What follows belongs to an exercise in optimizing a design on an open flow for small area, a short achievable clock period and few clock cycles per item; a production flow would make more cautious choices.
RTL that was checked went through simulation tests only; none was proved equivalent to the original.
Power figures rest on the tool's default switching activity, not on a simulated workload.

Design c1_ldpc_enc, start of the top module:
module c1_ldpc_enc (
    input  wire        clk,
    input  wire        rst,
    input  wire        in_valid,
    output wire        in_ready,
    input  wire [31:0] in_data,
    output wire        out_valid,
    input  wire        out_ready,
    output wire [31:0] out_data,
    output wire        out_last
);
Size in the first run: roughly 1300 cells after synthesis, roughly 440 flip-flops, roughly 71 I/O pins.
==> module c1_ldpc_enc, before the edit <==
module c1_ldpc_enc (
    input  wire        clk,
    input  wire        rst,
    input  wire        in_valid,
    output wire        in_ready,
    input  wire [31:0] in_data,
    output wire        out_valid,
    input  wire        out_ready,
    output wire [31:0] out_data,
    output wire        out_last
);
    localparam integer RX0 = 123, RX1 = 86, RX2 = 12;
    localparam integer OFF0 = 103, OFF1 = 63, OFF2 = 105;
    reg        rdy;               
    reg  [6:0] wcnt;              
    reg  [1:0] ph;                
    reg        xdone;             
    reg        busy;              
    reg        r32, rx;           
    wire        take = in_valid && rdy && !rst;
    wire [31:0] x    = (in_valid && rdy) ? in_data : 32'd0;    
    reg [127:0] r0, r1, r2;
    genvar p;
    generate
        for (p = 0; p < 128; p = p + 1) begin : g_rot
            if (p < 32) begin : g_win
                always @(posedge clk) begin
                    r0[p] <= ((r32 & r0[(p + 32) % 128]) | (rx & r0[(p + RX0) % 128])) ^ x[p];
                    r1[p] <= ((r32 & r1[(p + 32) % 128]) | (rx & r1[(p + RX1) % 128])) ^ x[p];
                    r2[p] <= ((r32 & r2[(p + 32) % 128]) | (rx & r2[(p + RX2) % 128])) ^ x[p];
                end
            end else begin : g_mov
                always @(posedge clk) begin
                    r0[p] <= (r32 & r0[(p + 32) % 128]) | (rx & r0[(p + RX0) % 128]);
                    r1[p] <= (r32 & r1[(p + 32) % 128]) | (rx & r1[(p + RX1) % 128]);
                    r2[p] <= (r32 & r2[(p + 32) % 128]) | (rx & r2[(p + RX2) % 128]);
                end
            end
        end
    endgenerate
    reg  [3:0] v;                 
    reg [31:0] obuf;
    reg        ov, olast;
    wire [31:0] w0, w1, w2;
    generate
        for (p = 0; p < 32; p = p + 1) begin : g_word
            assign w0[p] = r0[(OFF0 + p) % 128];
            assign w1[p] = r1[(OFF1 + p) % 128] ^ r0[(OFF0 + 64 + p) % 128];
            assign w2[p] = r2[(OFF2 + p) % 128] ^ r1[(OFF1 + 96 + p) % 128];
        end
    endgenerate
    wire        load = busy && (!ov || out_ready) && (ph == v[1:0]);
    wire        done = load && (v == 4'd11);
    reg        n_rdy, n_xdone, n_busy;
    reg  [6:0] n_wcnt;
    reg  [1:0] n_ph;
    always @(*) begin
        n_rdy   = rdy;
        n_wcnt  = wcnt;
        n_ph    = ph;
        n_xdone = xdone;
        n_busy  = busy;
        if (take) begin
            n_xdone = 1'b0;
            if (wcnt == 7'd107) begin
                n_wcnt = 7'd0;
                n_rdy  = 1'b0;
                n_busy = 1'b1;
            end else begin
                n_wcnt = wcnt + 7'd1;
            end
        end else if (busy) begin
            n_ph = ph + 2'd1;
            if (done) begin
                n_busy = 1'b0;
                n_rdy  = 1'b1;
                n_ph   = 2'd0;
            end
        end else if (rdy && wcnt != 7'd0) begin
            n_rdy = 1'b0;
            n_ph  = 2'd1;
            if (wcnt[1:0] == 2'd0) n_xdone = 1'b1;
        end else if (ph != 2'd0) begin
            n_ph = ph + 2'd1;
            if (ph == 2'd3) n_rdy = 1'b1;
        end
    end
    always @(posedge clk) begin
        if (rst) begin
            rdy   <= 1'b1;
            wcnt  <= 7'd0;
            ph    <= 2'd0;
            xdone <= 1'b0;
            busy  <= 1'b0;
            r32   <= 1'b0;
            rx    <= 1'b0;
        end else begin
            rdy   <= n_rdy;
            wcnt  <= n_wcnt;
            ph    <= n_ph;
            xdone <= n_xdone;
            busy  <= n_busy;
            if (!n_busy && n_wcnt == 7'd0) begin
                r32 <= 1'b0;          
                rx  <= 1'b0;
            end else if (!n_busy && n_rdy && n_wcnt[1:0] == 2'd0 && !n_xdone) begin
                r32 <= 1'b0;
                rx  <= 1'b1;
            end else begin
                r32 <= 1'b1;
                rx  <= 1'b0;
            end
        end
    end
    always @(posedge clk) begin
        if (rst) begin
            v     <= 4'd0;
            ov    <= 1'b0;
            olast <= 1'b0;
        end else begin
            if (load) begin
                ov    <= 1'b1;
                olast <= (v == 4'd11);
                v     <= (v == 4'd11) ? 4'd0 : v + 4'd1;
            end else if (out_ready) begin
                ov <= 1'b0;
            end
        end
    end
    wire s0 = !rst && load && !v[3] && !v[2];
    wire s1 = !rst && load && v[2];
    wire s2 = !rst && load && v[3];
    wire sh = !rst && !load;
    always @(posedge clk)
        obuf <= ({32{s0}} & w0) | ({32{s1}} & w1) | ({32{s2}} & w2) | ({32{sh}} & obuf);
    assign in_ready  = rdy;
    assign out_valid = ov;
    assign out_data  = obuf;
    assign out_last  = olast;
endmodule
clock: 5.5 ns
lec_check: 0
cap_margin: 20
core_margin: 2
core_utilization: 75
cts_buf_list: sky130_fd_sc_hd__clkbuf_16
cts_cluster_diameter: 80
cts_cluster_size: 30
place_density: 0.8
setup_slack_margin: 3.5
slew_margin: 20
run.sh (not shown) runs the stock make flow with config.mk's settings and CLKGATE_MAP_FILE= SYNTH_SCRIPT=/design/flow/synth_recipe.tcl, a recipe that flattens the netlist after the stock synthesis.
The starting point finished clean.
Testbench counts at the start, summed over its fixed seeds: cycles 30,728, words 256.
==> next run, changes <==
--- a/flow/design.v
+++ b/flow/design.v
@@ -45,10 +45,17 @@
     generate
         for (p = 0; p < 32; p = p + 1) begin : g_word
-            assign w0[p] = r0[(OFF0 + p) % 128];
-            assign w1[p] = r1[(OFF1 + p) % 128] ^ r0[(OFF0 + 64 + p) % 128];
-            assign w2[p] = r2[(OFF2 + p) % 128] ^ r1[(OFF1 + 96 + p) % 128];
+            if ((OFF0 + p) % 128 < 32) begin : g_x
+                assign w0[p] = r0[(OFF0 + 32 + p) % 128] ^ x[(OFF0 + p) % 128];
+            end else begin : g_nx
+                assign w0[p] = r0[(OFF0 + 32 + p) % 128];
+            end
+            assign w1[p] = r1[(OFF1 + 32 + p) % 128] ^ r0[(OFF0 + 96 + p) % 128];
+            assign w2[p] = r2[(OFF2 + 32 + p) % 128] ^ r1[(OFF1 + 128 + p) % 128];
         end
     endgenerate
-    wire        load = busy && (!ov || out_ready) && (ph == v[1:0]);
+    wire        ldok = !ov || out_ready;
+    wire        ld_b = busy && ldok && (ph == v[1:0] - 2'd1);
+    wire        ld_0 = !busy && rdy && (wcnt == 7'd107) && ldok;
+    wire        load = ld_b || (ld_0 && take);
     wire        done = load && (v == 4'd11);
     reg        n_rdy, n_xdone, n_busy;
@@ -128,8 +135,8 @@
         end
     end
-    wire s0 = !rst && load && !v[3] && !v[2];
-    wire s1 = !rst && load && v[2];
-    wire s2 = !rst && load && v[3];
-    wire sh = !rst && !load;
+    wire s0 = !rst && (ld_0 || (ld_b && !v[3] && !v[2]));
+    wire s1 = !rst && ld_b && v[2];
+    wire s2 = !rst && ld_b && v[3];
+    wire sh = !rst && !ld_0 && !ld_b;
     always @(posedge clk)
         obuf <= ({32{s0}} & w0) | ({32{s1}} & w1) | ({32{s2}} & w2) | ({32{sh}} & obuf);
Cell count grows by a few percent.
Global-route usage grows by 1.4 points.
Non-clock buffer count rises by 13.
Worst hold slack gains 0.0066 ns.
Total power hardly moves.
Via count goes up by a few percent.
Die area grows slightly.
Only the layout flow was run in the second run of this note; the RTL was not checked for function there.

---

The RTL this note starts from:
==> flow/design.v <==
module c1_ldpc_enc (
    input  wire        clk,
    input  wire        rst,
    input  wire        in_valid,
    output wire        in_ready,
    input  wire [31:0] in_data,
    output wire        out_valid,
    input  wire        out_ready,
    output wire [31:0] out_data,
    output wire        out_last
);
    localparam integer RX0 = 123, RX1 = 86, RX2 = 12;
    localparam integer OFF0 = 103, OFF1 = 63, OFF2 = 105;
    reg        rdy;               
    reg  [6:0] wcnt;              
    reg  [1:0] ph;                
    reg        xdone;             
    reg        busy;              
    reg        r32, rx;           
    wire        take = in_valid && rdy && !rst;
    wire [31:0] x    = (in_valid && rdy) ? in_data : 32'd0;    
    reg [127:0] r0, r1, r2;
    genvar p;
    generate
        for (p = 0; p < 128; p = p + 1) begin : g_rot
            if (p < 32) begin : g_win
                always @(posedge clk) begin
                    r0[p] <= ((r32 & r0[(p + 32) % 128]) | (rx & r0[(p + RX0) % 128])) ^ x[p];
                    r1[p] <= ((r32 & r1[(p + 32) % 128]) | (rx & r1[(p + RX1) % 128])) ^ x[p];
                    r2[p] <= ((r32 & r2[(p + 32) % 128]) | (rx & r2[(p + RX2) % 128])) ^ x[p];
                end
            end else begin : g_mov
                always @(posedge clk) begin
                    r0[p] <= (r32 & r0[(p + 32) % 128]) | (rx & r0[(p + RX0) % 128]);
                    r1[p] <= (r32 & r1[(p + 32) % 128]) | (rx & r1[(p + RX1) % 128]);
                    r2[p] <= (r32 & r2[(p + 32) % 128]) | (rx & r2[(p + RX2) % 128]);
                end
            end
        end
    endgenerate
    reg        omode;             
    reg  [1:0] oph;               
    reg  [3:0] v;                 
    reg [31:0] obuf;
    reg        ov, olast;
    wire [31:0] w0, w1, w2;
    generate
        for (p = 0; p < 32; p = p + 1) begin : g_word
            assign w0[p] = r0[(OFF0 + p) % 128];
            assign w1[p] = r1[(OFF1 + p) % 128] ^ r0[(OFF0 + 64 + p) % 128];
            assign w2[p] = r2[(OFF2 + p) % 128] ^ r1[(OFF1 + 96 + p) % 128];
        end
    endgenerate
    wire [31:0] word = v[3] ? w2 : (v[2] ? w1 : w0);
    wire        load = omode && (!ov || out_ready) && (oph == v[1:0]);
    wire        done = load && (v == 4'd11);
    reg        n_rdy, n_xdone, n_busy;
    reg  [6:0] n_wcnt;
    reg  [1:0] n_ph;
    always @(*) begin
        n_rdy   = rdy;
        n_wcnt  = wcnt;
        n_ph    = ph;
        n_xdone = xdone;
        n_busy  = busy;
        if (take) begin
            n_xdone = 1'b0;
            if (wcnt == 7'd107) begin
                n_wcnt = 7'd0;
                n_rdy  = 1'b0;
                n_busy = 1'b1;
            end else begin
                n_wcnt = wcnt + 7'd1;
            end
        end else if (rdy && wcnt != 7'd0) begin
            n_rdy = 1'b0;
            n_ph  = 2'd1;
            if (wcnt[1:0] == 2'd0) n_xdone = 1'b1;
        end else if (ph != 2'd0) begin
            n_ph = ph + 2'd1;
            if (ph == 2'd3) n_rdy = 1'b1;
        end else if (busy && done) begin
            n_busy = 1'b0;
            n_rdy  = 1'b1;
        end
    end
    always @(posedge clk) begin
        if (rst) begin
            rdy   <= 1'b1;
            wcnt  <= 7'd0;
            ph    <= 2'd0;
            xdone <= 1'b0;
            busy  <= 1'b0;
            r32   <= 1'b0;
            rx    <= 1'b0;
        end else begin
            rdy   <= n_rdy;
            wcnt  <= n_wcnt;
            ph    <= n_ph;
            xdone <= n_xdone;
            busy  <= n_busy;
            if (!n_busy && n_wcnt == 7'd0) begin
                r32 <= 1'b0;          
                rx  <= 1'b0;
            end else if (!n_busy && n_rdy && n_wcnt[1:0] == 2'd0 && !n_xdone) begin
                r32 <= 1'b0;
                rx  <= 1'b1;
            end else begin
                r32 <= 1'b1;
                rx  <= 1'b0;
            end
        end
    end
    always @(posedge clk) begin
        if (rst) begin
            omode <= 1'b0;
            oph   <= 2'd0;
            v     <= 4'd0;
            ov    <= 1'b0;
            olast <= 1'b0;
        end else begin
            oph <= oph + 2'd1;
            if (take && wcnt == 7'd107) begin
                omode <= 1'b1;
                oph   <= 2'd0;
            end else if (done) begin
                omode <= 1'b0;
            end
            if (load) begin
                ov    <= 1'b1;
                olast <= (v == 4'd11);
                v     <= (v == 4'd11) ? 4'd0 : v + 4'd1;
            end else if (out_ready) begin
                ov <= 1'b0;
            end
        end
    end
    always @(posedge clk) begin
        if (rst)       obuf <= 32'd0;
        else if (load) obuf <= word;
    end
    assign in_ready  = rdy;
    assign out_valid = ov;
    assign out_data  = obuf;
    assign out_last  = olast;
endmodule
==> flow/config.mk <==
export PLATFORM = sky130hd
export DESIGN_NAME = c1_ldpc_enc
export DESIGN_NICKNAME = c1_ldpc_enc
export VERILOG_FILES = /design/flow/design.v
export SDC_FILE = /design/flow/constraint.sdc
export NUM_CORES = 4
export LEC_CHECK = 0
export CAP_MARGIN = 20
export CORE_MARGIN = 2
export CORE_UTILIZATION = 75
export CTS_BUF_LIST = sky130_fd_sc_hd__clkbuf_16
export CTS_CLUSTER_DIAMETER = 80
export CTS_CLUSTER_SIZE = 30
export PLACE_DENSITY = 0.8
export SETUP_SLACK_MARGIN = 3.5
export SLEW_MARGIN = 20
==> flow/constraint.sdc <==
create_clock -name core_clock -period 5.5 [get_ports {clk}]
set_input_delay 1.1000 -clock core_clock [delete_from_list [all_inputs] [get_ports {clk}]]
set_output_delay 1.1000 -clock core_clock [all_outputs]
set_load 0.01 [all_outputs]
Testbench counts at the start, summed over its fixed seeds: cycles 30,728, words 256.
Next try:
--- a/flow/design.v
+++ b/flow/design.v
@@ -127,6 +127,7 @@
                 omode <= 1'b0;
             end
             if (load) begin
+                obuf  <= word;
                 ov    <= 1'b1;
                 olast <= (v == 4'd11);
                 v     <= (v == 4'd11) ? 4'd0 : v + 4'd1;
@@ -135,10 +136,6 @@
             end
         end
     end
-    always @(posedge clk) begin
-        if (rst)       obuf <= 32'd0;
-        else if (load) obuf <= word;
-    end
     assign in_ready  = rdy;
     assign out_valid = ov;
     assign out_data  = obuf;
Routed wire length shrinks by 8.0%.
Area after synthesis is about the same.
Power stays flat.
Cell count shrinks by 2.7%.
Non-clock buffer count shrinks by 7.
Hold slack improved by 0.0046 ns.
Sequential cell count is unchanged.
Die area stays flat.
Global-route usage shrinks by 1.8 points.
Worst setup slack got worse by 0.076 ns.
Final area shrinks by 1.0%.
Critical path depth is unchanged.
Testbench counts after the change, summed over its fixed seeds: cycles 30,728, words 256.

[afterwards: timing with drivers on the ports]
The results above use ideal ports. As a check the final layouts listed here were re-extracted and re-timed, cells and wires unchanged. Step 1: set_driving_cell puts a clkbuf_16 on clk and a buf_2 on each other input, an assumption about the parent block. Step 2 times the ports against the registers' clock, not the clock port: input delays grow and output delays shrink by t, the midpoint of the rising clock arrivals with the driver on. Slacks: ideal / step 1 / step 2; pairs: ideal / step 1.
run | t, ns | setup WS [ns] | worst data-port slew with drivers (ns) | cell pins on the clock port's net
the first run of note 1 | 0.573 | 3.358 / 3.310 / 2.913 | 0.05 | 1
the second run of note 1 | 0.573 | 3.290 / 3.279 / 2.733 | 0.07 | 1
the first run of note 2 | 0.573 | 3.357 / 3.308 / 2.735 | 0.21 | 1
the second run of note 2 | 0.575 | 3.281 / 3.232 / 2.942 | 0.04 | 1
After both steps every run listed still meets setup and hold. The setup slack of the first run of note 2, which loses most, moves by -0.049 ns with the drivers and by -0.622 ns with both steps.
